Source: an optimization exercise on an open RTL-to-GDS flow (aim: small area, a short achievable clock period and few clock cycles per item). Production flows keep margins and buffers that such runs may drop.
In this exercise RTL edits were held to simulation tests only and were not proved equivalent to the original.

**run.sh**
```bash
#!/bin/bash
# synth_recipe.tcl (not shown) runs the flow's synth.tcl, then flattens the netlist and writes it again
# the make line also repeats each setting of config.mk as NAME=value (left out here)
make -C /OpenROAD-flow-scripts/flow DESIGN_CONFIG=/design/flow/config.mk WORK_HOME=/design/flow/orfs CLKGATE_MAP_FILE= SYNTH_SCRIPT=/design/flow/synth_recipe.tcl finish
```
**config.mk**
```make
export PLATFORM = sky130hd
export DESIGN_NAME = biquad_cascade
export DESIGN_NICKNAME = biquad_cascade
export VERILOG_FILES = /design/flow/design.v
export SDC_FILE = /design/flow/constraint.sdc
export NUM_CORES = 4
export LEC_CHECK = 0
export CAP_MARGIN = 20
export CORE_MARGIN = 2
export CORE_UTILIZATION = 40
export SLEW_MARGIN = 20
```
**constraint.sdc**
```tcl
create_clock -name core_clock -period 17.0 [get_ports {clk}]
set_input_delay 3.4000 -clock core_clock [delete_from_list [all_inputs] [get_ports {clk}]]
set_output_delay 3.4000 -clock core_clock [all_outputs]
set_load 0.01 [all_outputs]
```
**design.v**
```verilog
module biquad_cascade (
    input  wire        clk,
    input  wire        rst,           
    input  wire        cfg_we,
    input  wire [5:0]  cfg_addr,      
    input  wire [31:0] cfg_wdata,
    input  wire        in_valid,
    output wire        in_ready,
    input  wire [39:0] in_data,
    output reg         out_valid,
    output reg  [39:0] out_data,
    output reg         out_sat
);
    localparam NSEC = 8;
    localparam [1:0] S_IDLE = 2'd0,
                     S_MAC  = 2'd1,
                     S_RND  = 2'd2;
    localparam signed [39:0] Q931_MAX = 40'sh7F_FFFF_FFFF;
    localparam signed [39:0] Q931_MIN = -40'sh80_0000_0000;
    localparam signed [51:0] Q_MAX52  = 52'sh0_007F_FFFF_FFFF;
    localparam signed [51:0] Q_MIN52  = -52'sh0_0080_0000_0000;
    reg signed [31:0] coef [0:NSEC*5-1];
    reg signed [39:0] x1 [0:NSEC-1];
    reg signed [39:0] x2 [0:NSEC-1];
    reg signed [39:0] y1 [0:NSEC-1];
    reg signed [39:0] y2 [0:NSEC-1];
    reg signed [28:0] ef [0:NSEC-1];
    reg [3:0]  nsec;                  
    reg [1:0]  state;
    reg [2:0]  sec;                   
    reg [2:0]  k;                     
    reg signed [79:0] acc;
    reg signed [39:0] v;              
    reg        sat;                   
    assign in_ready = (state == S_IDLE);
    reg signed [39:0] opnd;
    always @(*) begin
        case (k)
            3'd0:    opnd = v;
            3'd1:    opnd = x1[sec];
            3'd2:    opnd = x2[sec];
            3'd3:    opnd = y1[sec];
            default: opnd = y2[sec];
        endcase
    end
    wire signed [31:0] c_sel = coef[sec * 5 + k];
    wire signed [71:0] prod  = c_sel * opnd;
    wire signed [79:0] prod_x = {{8{prod[71]}}, prod};
    wire signed [79:0] acc_next = (k >= 3'd3) ? acc - prod_x : acc + prod_x;
    wire signed [51:0] q_floor = acc[79:28];
    wire [27:0]        r       = acc[27:0];
    wire               rnd_up  = (r > 28'h800_0000) ||
                                 ((r == 28'h800_0000) && q_floor[0]);
    wire signed [51:0] q       = q_floor + {51'd0, rnd_up};
    wire signed [28:0] e_new   = rnd_up ? ({1'b0, r} - 29'sh1000_0000) : {1'b0, r};
    wire               q_hi    = (q > Q_MAX52);
    wire               q_lo    = (q < Q_MIN52);
    wire signed [39:0] y_sat   = q_hi ? Q931_MAX : (q_lo ? Q931_MIN : q[39:0]);
    wire [3:0] cnt_w = (cfg_wdata[3:0] > 4'd8) ? 4'd8 : cfg_wdata[3:0];
    integer i;
    always @(posedge clk) begin
        if (rst) begin
            state     <= S_IDLE;
            nsec      <= 4'd0;
            sec       <= 3'd0;
            k         <= 3'd0;
            acc       <= 80'sd0;
            v         <= 40'sd0;
            sat       <= 1'b0;
            out_valid <= 1'b0;
            out_data  <= 40'd0;
            out_sat   <= 1'b0;
            for (i = 0; i < NSEC; i = i + 1) begin
                x1[i] <= 40'sd0;
                x2[i] <= 40'sd0;
                y1[i] <= 40'sd0;
                y2[i] <= 40'sd0;
                ef[i] <= 29'sd0;
            end
        end else begin
            out_valid <= 1'b0;
            if (cfg_we) begin
                if (cfg_addr == 6'h3F) begin
                    nsec <= cnt_w;
                    for (i = 0; i < NSEC; i = i + 1) begin
                        if (i >= cnt_w) begin
                            x1[i] <= 40'sd0;
                            x2[i] <= 40'sd0;
                            y1[i] <= 40'sd0;
                            y2[i] <= 40'sd0;
                            ef[i] <= 29'sd0;
                        end
                    end
                end else if (cfg_addr[2:0] < 3'd5) begin
                    coef[cfg_addr[5:3] * 5 + cfg_addr[2:0]] <= cfg_wdata;
                end
            end
            case (state)
                S_IDLE: begin
                    if (in_valid) begin
                        if (nsec == 4'd0) begin
                            out_valid <= 1'b1;
                            out_data  <= in_data;
                            out_sat   <= 1'b0;
                        end else begin
                            v     <= in_data;
                            sat   <= 1'b0;
                            sec   <= 3'd0;
                            k     <= 3'd0;
                            acc   <= {{51{ef[0][28]}}, ef[0]};
                            state <= S_MAC;
                        end
                    end
                end
                S_MAC: begin
                    acc <= acc_next;
                    if (k == 3'd4) begin
                        state <= S_RND;
                    end else begin
                        k <= k + 3'd1;
                    end
                end
                S_RND: begin
                    x2[sec] <= x1[sec];
                    x1[sec] <= v;
                    y2[sec] <= y1[sec];
                    y1[sec] <= y_sat;
                    ef[sec] <= e_new;
                    v       <= y_sat;
                    if ({1'b0, sec} == nsec - 4'd1) begin
                        out_valid <= 1'b1;
                        out_data  <= y_sat;
                        out_sat   <= sat | q_hi | q_lo;
                        state     <= S_IDLE;
                    end else begin
                        sat   <= sat | q_hi | q_lo;
                        sec   <= sec + 3'd1;
                        k     <= 3'd0;
                        acc   <= {{51{ef[sec + 3'd1][28]}}, ef[sec + 3'd1]};
                        state <= S_MAC;
                    end
                end
                default: state <= S_IDLE;
            endcase
        end
    end
endmodule
```
==> results of run 1 <==
state kept, by name, summed over array words and instances (netlist names), named ones only:
register and count:
nsec 4, out_sat 1, coef 1280, x2 320, sec 3, out_data 40, y1 320, k 3
x1 320, out_valid 1, y2 320, sat 1, v 40, acc 80, ef 232, state 2
stage by stage:
stage | cells | hold WS (ns) | utilization
2_1_floorplan | 13398 | 0.454 | -
3_3_place_gp | 18954 | 0.438 | 0.427
3_5_place_dp | 18956 | 0.444 | 0.427
4_1_cts | 19532 | 0.452 | 0.450
5_1_grt | 19538 | 0.469 | 0.450
6_report | 19543 | 0.448 | 0.450
worst max-delay path: cells and delay by family (launching register included):
kind	cells	cell delay, ns
DFF	1	0.71
AOI/OAI and AO/OA	10	2.55
muxes	3	1.81
and+or+nand+nor	12	3.37
adders and majority gates	13	5.94
xor gates and xnor gates	3	0.55
buffers and inverters	9	1.10
cells in the final DEF (no fill, tap or decap), types with 305 or more instances in the layout:
cell | netlist | routed
mux4_2 | 761 | 761
edfxtp_1 | 2792 | 2792
and3_1 | 438 | 435
inv_1 | 1407 | 1403
clkbuf_16 | 0 | 316
ha_1 | 312 | 305
fa_1 | 1326 | 1325
nand2_1 | 1229 | 1222
buf_4 | 5 | 489
a21oi_1 | 526 | 449
nor2_1 | 1624 | 1581
logic make-up after synthesis:
family,Yosys count,synth area share
compound gates,1247,0.0451
xor+xnor,258,0.0130
fa+ha+maj,1638,0.175
buf+inv,2252,0.0499
flops,2970,0.502
mux,978,0.111
simple gates,4055,0.105
routing by layer:
| metal | GRT usage | vias up |
|---|---|---|
| met2 | 0.394 | 5036 |
| met1 | 0.330 | 58775 |
| li1 | - | 47044 |
| met4 | 0.0808 | 10 |
| met3 | 0.0462 | 891 |
| met5 | 0 | - |
worst paths after layout:
| path | from | end | slack, ns |
|---|---|---|---|
| hold / removal | out_sat$_SDFFE_PP0P_ | out_sat$_SDFFE_PP0P_ | 0.45 |
| setup reg to reg | k[1]$_SDFFE_PP0P_ | acc[79]$_SDFFE_PP0P_ | 0.77 |
| hold reg to reg | out_sat$_SDFFE_PP0P_ | out_sat$_SDFFE_PP0P_ | 0.45 |
| setup / recovery | k[1]$_SDFFE_PP0P_ | acc[79]$_SDFFE_PP0P_ | 0.77 |
cell type report:
class,instances,area [sq um]
fill,38664,238000
sequential,2970,87400
multi-input combinational,8176,79600
clock buffer,417,8400
tap,5734,7170
timing repair buffer,669,5950
inverter,1409,5290
clock inverter,159,1620
antenna,9,22.5
==> results by group, run 1 <==
Outcome
  – Status: finished clean

Floorplanning
  – Die Width: 664 um
  – Rows: 242
  – Initial core utilization: 0.401
  – DIE AREA: 441000 sq um
  – I/O pin cnt: 125
  – Die height: 664 um
  – Core area: 434000 sq um

Synth
  – Post-synth ARST share: 0
  – Mapped Nets: 15118
  – Post-synth top cells: 2792 x edfxtp_1, 1624 x nor2_1, 1407 x inv_1
  – Mapped Area: 174000 sq um
  – Synth area leaders: edfxtp_1 48%, fa_1 15%, mux4_2 9.8%
  – Post-Syn Area per Cell: 13.0 sq um
  – Sequential share of the synthesized area: 0.502
  – Top_reg_cell synth: edfxtp_1
  – Register bit total from synthesis: 2970
  – Post-synth EDFFs: 2792
  – Cell with the most instances after synthesis: edfxtp_1
  – Synth Warn #: 1
  – Synth unique cells: 95
  – Synth top area share: 0.481
  – Yosys top cell by area: edfxtp_1
  – Mapped Cells: 13398

Run
  – Max-Cap Viols: 0

Setup path
  – Critical path fanouts, max: 18
  – Startpoint types: flop
  – Data required time of the critical path: 17.87 ns
  – Slowest CP cell: dfxtp_1
  – CP dominant cell by count: fa_1
  – Crit-path max cell delay: 0.71 ns
  – Setup CP Type: flop to flop
  – R2r worst-path depth: 50
  – CP Data Arrival Time: 17.10 ns
  – Worst Setup End Kind: flop

Clock network
  – Clk sinks: 2970
  – Clk buf depth: 4
  – Post-CTS setup repair buffer count: 0
  – CTS tree: done
  – Total CTS buffers: 316
  – Reg clk slew, reported paths: 0.06 ns
  – Post-cts hold buffer count: 0
  – Cts repair resizes: 0
  – Max H-tree Level: 5
  – Clock Latency Late Sink: 0.97 ns
  – Root buf cell: clkbuf_16

STA
  – Final setup violation count: 0
  – Setup_tns: 0 ns
  – Final Cycle Share: 0.955
  – Final Max Tran Viols: 0
  – Worst setup margin: 0.768 ns
  – Minimum clock period after layout: 16.23 ns
  – Highest Clock Rate: 61.6 MHz
  – Clock skew: 0.0922 ns
  – Slew margin rel.: 0.153
  – Worst-Margin Slew: 1.25 ns
  – Final Hold Fails: 0
  – RSZ-0062 raised after global routing: false

Global routing
  – All-Layer GR Usage: 0.243
  – Vias in the first global route: 113936
  – Largest net degree at the start of global routing: 121
  – First-pass GRT wire length: 792 mm
  – Gr ovfl total: 0
  – Antenna violations before repair: 17

Drt
  – Vias: 111756
  – DR WL/cell: 27.8 um
  – Pre-antenna DRT Iters: 7
  – 1st-iter DRT viols: 12713
  – Met2 WL: 257 mm
  – Routed Antenna Nets: 0
  – Top layer used by detailed routing: met5
  – WL met3: 48.5 mm
  – WL met1: 217 mm
  – Vias/cell: 5.72
  – DR DRC count: 0
  – DRT Wirelength: 543 mm

Layout
  – Area Overhead vs Synth: 12.2%
  – Design area: 195000 sq um
  – Share of cells above drive strength 1: 0.144
  – Nets: 15262

Placement
  – Gpl congestion: 0.938
  – Placed wire-length estimate: 360 mm
  – # port buffers: 124
  – Placed inst area: 185000 sq um
  – Place WS: 0.917 ns

Min path
  – Worst hold path type: flop to flop
  – WHS Path Cells: 2
Testbench counts, summed over its fixed seeds: cycles 178,464, items 4,096.
==> inputs of run 2 (changes only) <==
--- a/config.mk
+++ b/config.mk
@@ -8,4 +8,5 @@
 export CAP_MARGIN = 20
 export CORE_MARGIN = 2
 export CORE_UTILIZATION = 40
+export SETUP_SLACK_MARGIN = 4
 export SLEW_MARGIN = 20
==> run 2 against run 1 <==
- sequential share of layout area is 2.0 points lower
- still clean
- utilization is 2.1 points higher
- critical path depth is 9 higher
- clock skew is 0.0027 ns higher
- critical endpoint unchanged
==> results by group, run 2 <==
Floorplanning
  – Initial core utilization: 0.401
  – DIE AREA: 441000 sq um
  – I/O pin cnt: 125
  – Die height: 664 um
  – Rows: 242
  – Core area: 434000 sq um
  – Die Width: 664 um

Min path
  – Worst hold path type: flop to flop

Setup path
  – CP Data Arrival Time: 14.89 ns
  – Setup CP Type: flop to flop
  – Data required time of the critical path: 17.87 ns
  – Slowest CP cell: fa_2
  – Startpoint types: flop
  – Worst Setup End Kind: flop
  – Critical path fanouts, max: 7
  – CP dominant cell by count: fa_1
  – Crit-path max cell delay: 0.62 ns

Placement
  – # port buffers: 124
  – Placed wire-length estimate: 355 mm
  – Gpl congestion: 0.937

Layout
  – Commonest non-fill, non-tap cell in the layout: edfxtp_1
  – Nets: 15659
  – Max reg flops: 1280
  – Filler Cell Count: 37747
  – Area Overhead vs Synth: 17.4%
  – Most frequent cells in the layout: 2792 x edfxtp_1, 1558 x nor2_1, 1353 x inv_1
  – Share of cells above drive strength 1: 0.213

Clock network
  – Root buf cell: clkbuf_16
  – Clk buf depth: 4
  – Max H-tree Level: 5
  – Reg clk slew, reported paths: 0.06 ns
  – Total CTS buffers: 315
  – CTS tree: done
  – Clock Latency Late Sink: 1.00 ns
  – Clk sinks: 2970

STA
  – Final Hold Fails: 0
  – Worst-Margin Slew: 1.25 ns
  – Setup_tns: 0 ns
  – RSZ-0062 raised after global routing: true
  – Slew margin rel.: 0.168
  – Highest Clock Rate: 71.3 MHz
  – Final Max Tran Viols: 0
  – Minimum clock period after layout: 14.02 ns
  – Clock skew: 0.0949 ns
  – Hold slack: 0.454 ns
  – Final Cycle Share: 0.825
  – Final setup violation count: 0

Synth
  – Yosys top cell by area: edfxtp_1
  – Synth Area in XOR/XNOR: 0.0130
  – Mapped Nets: 15118
  – Synth top area share: 0.481
  – Cell with the most instances after synthesis: edfxtp_1
  – Simple-Gate Fraction of Synth Area: 0.105
  – Largest family of logic cells by synthesized area: adder cells
  – Mapped Area: 174000 sq um
  – Adder-Cell Fraction of Synth Area: 0.175
  – Register bit total from synthesis: 2970
  – Synth Area in Compound Gates: 0.0451
  – Post-Syn Area per Cell: 13.0 sq um
  – Post-synth ARST share: 0
  – Top_reg_cell synth: edfxtp_1
  – Post-synth EDFFs: 2792
  – Mapped Cells: 13398
  – Synth Warn #: 1
  – Synth area leaders: edfxtp_1 48%, fa_1 15%, mux4_2 9.8%
  – Sequential share of the synthesized area: 0.502
  – Post-synth top cells: 2792 x edfxtp_1, 1624 x nor2_1, 1407 x inv_1
  – Synth unique cells: 95
  – Mux share of post-synthesis cell area: 0.111

Global routing
  – Gr ovfl total: 0
  – Vias in the first global route: 116037
  – First-pass GRT wire length: 811 mm
  – Antenna violations before repair: 23
  – Largest net degree at the start of global routing: 114
  – All-Layer GR Usage: 0.250

Drt
  – Pre-antenna DRT Iters: 8
  – Routed Antenna Nets: 0
  – DR DRC count: 0
  – Vias: 115243
  – Vias/cell: 5.78
  – DR WL/cell: 28.1 um
  – 1st-iter DRT viols: 13293
  – DRT Wirelength: 561 mm

Run
  – Max-Cap Viols: 0

Outcome
  – Status: finished clean
## run 2: cell count changes in the layout (fill, tap and decap cells not counted), sizes merged, moves of 3 or more
cell / delta
clkdlybuf4s50: +3
clkbuf: -14
inv: -24
clkinvlp: +22
buf: +366
a21oi: +15
clkinv: +17
bufbuf: +5
## run 2: timing repair
action / CTS / global route
hold buffers: 0 / 0
setup endpoints to repair: 64 / 62
pin swaps: 202 / 222
setup buffers: 283 / 149
resized for setup: 597 / 427
cloned: 29 / 5
## run 2: critical path, delay by kind of cell (launching register included)
kind | cells | cell delay [ns]
adders and majority gates | 13 | 5.62
DFF | 1 | 0.40
buffers and inverters | 17 | 2.07
xor gates and xnor gates | 2 | 0.42
AOI/OAI and AO/OA | 18 | 3.25
muxes | 1 | 0.37
and+or+nand+nor | 8 | 1.75
## run 2: path summary, 6_finish.rpt
check        slack, ns                 startpoint                        end  cells after the start
max reg2reg       2.98          k[1]$_SDFFE_PP0P_       acc[79]$_SDFFE_PP0P_                     59
max               2.98          k[1]$_SDFFE_PP0P_       acc[79]$_SDFFE_PP0P_                     59
min               0.45  out_data[36]$_SDFFE_PP0P_  out_data[36]$_SDFFE_PP0P_                      2
min reg2reg       0.45  out_data[36]$_SDFFE_PP0P_  out_data[36]$_SDFFE_PP0P_                      2
## run 2: layout make-up
class                   instances  area, sq um  share of cell area
diodes                         11         27.5            0.000135
clock buffers                 397         8400              0.0411
clock inverters               176         1730             0.00844
inverters                    1409         5370              0.0262
multi-input cells            8194        84100               0.411
flip-flops and latches       2970        87400               0.428
well taps                    5734         7170              0.0351
repair buffers               1049        10200              0.0501
## run 2: stage by stage
| step | worst slack, ns | utilization | std cells | instance area, sq um |
|---|---|---|---|---|
| after detailed placement | 0.863 | 0.426 | 18889 | 185000 |
| after global routing | 2.64 | 0.471 | 19932 | 204000 |
| after global placement | 1.04 | 0.426 | 18889 | 185000 |
| after CTS | 2.95 | 0.464 | 19774 | 201000 |
| after floorplan | 3.29 | - | 13398 | 175000 |
| final | 2.98 | 0.471 | 19940 | 204000 |
## run 2: logic make-up (layout without fill, tap and decap cells)
family,Yosys count,count (layout)
adders and majority gates,1638,1638
muxes,978,980
buffers and inverters,2252,3031
xor gates and xnor gates,258,259
DFF,2970,2970
and+or+nand+nor,4055,4055
other,0,11
AOI/OAI and AO/OA,1247,1262
## run 2: metal layers
layer  part of all wire  routed length, um  vias to the layer above  global-route usage
li1                   -                  -                    47857                   -
met1               0.39             217000                    60320               0.334
met2               0.47             262000                     5943               0.400
met3              0.098              54700                     1119              0.0510
met4              0.047              26500                        4              0.0986
met5           0.000048                 27                        -                   0

port drivers added, routing unchanged:
How much do the figures lean on ideal ports? The routed layouts below were timed once more, with nothing changed but the port constraints.
Step 1: set_driving_cell puts a clkbuf_16 on clk and a buf_2 on each other input, an assumption about the parent block.
Step 2 moves the port delays by t, midway between the first and last clock arrival at a register: inputs arrive t later, outputs are due t later. That takes back most of the time a late clock gives input paths.
a / b / c = no drivers / after step 1 / after step 2; a / b = the first two.
run | t (ns) | setup slack, ns | worst register clock-pin slew, ns
run 1 | 1.062 | 0.768 / 0.768 / 0.768 | 0.07 / 0.07
run 2 | 1.058 | 2.981 / 2.981 / 2.981 | 0.07 / 0.07
After both steps setup and hold are still met in every run listed.
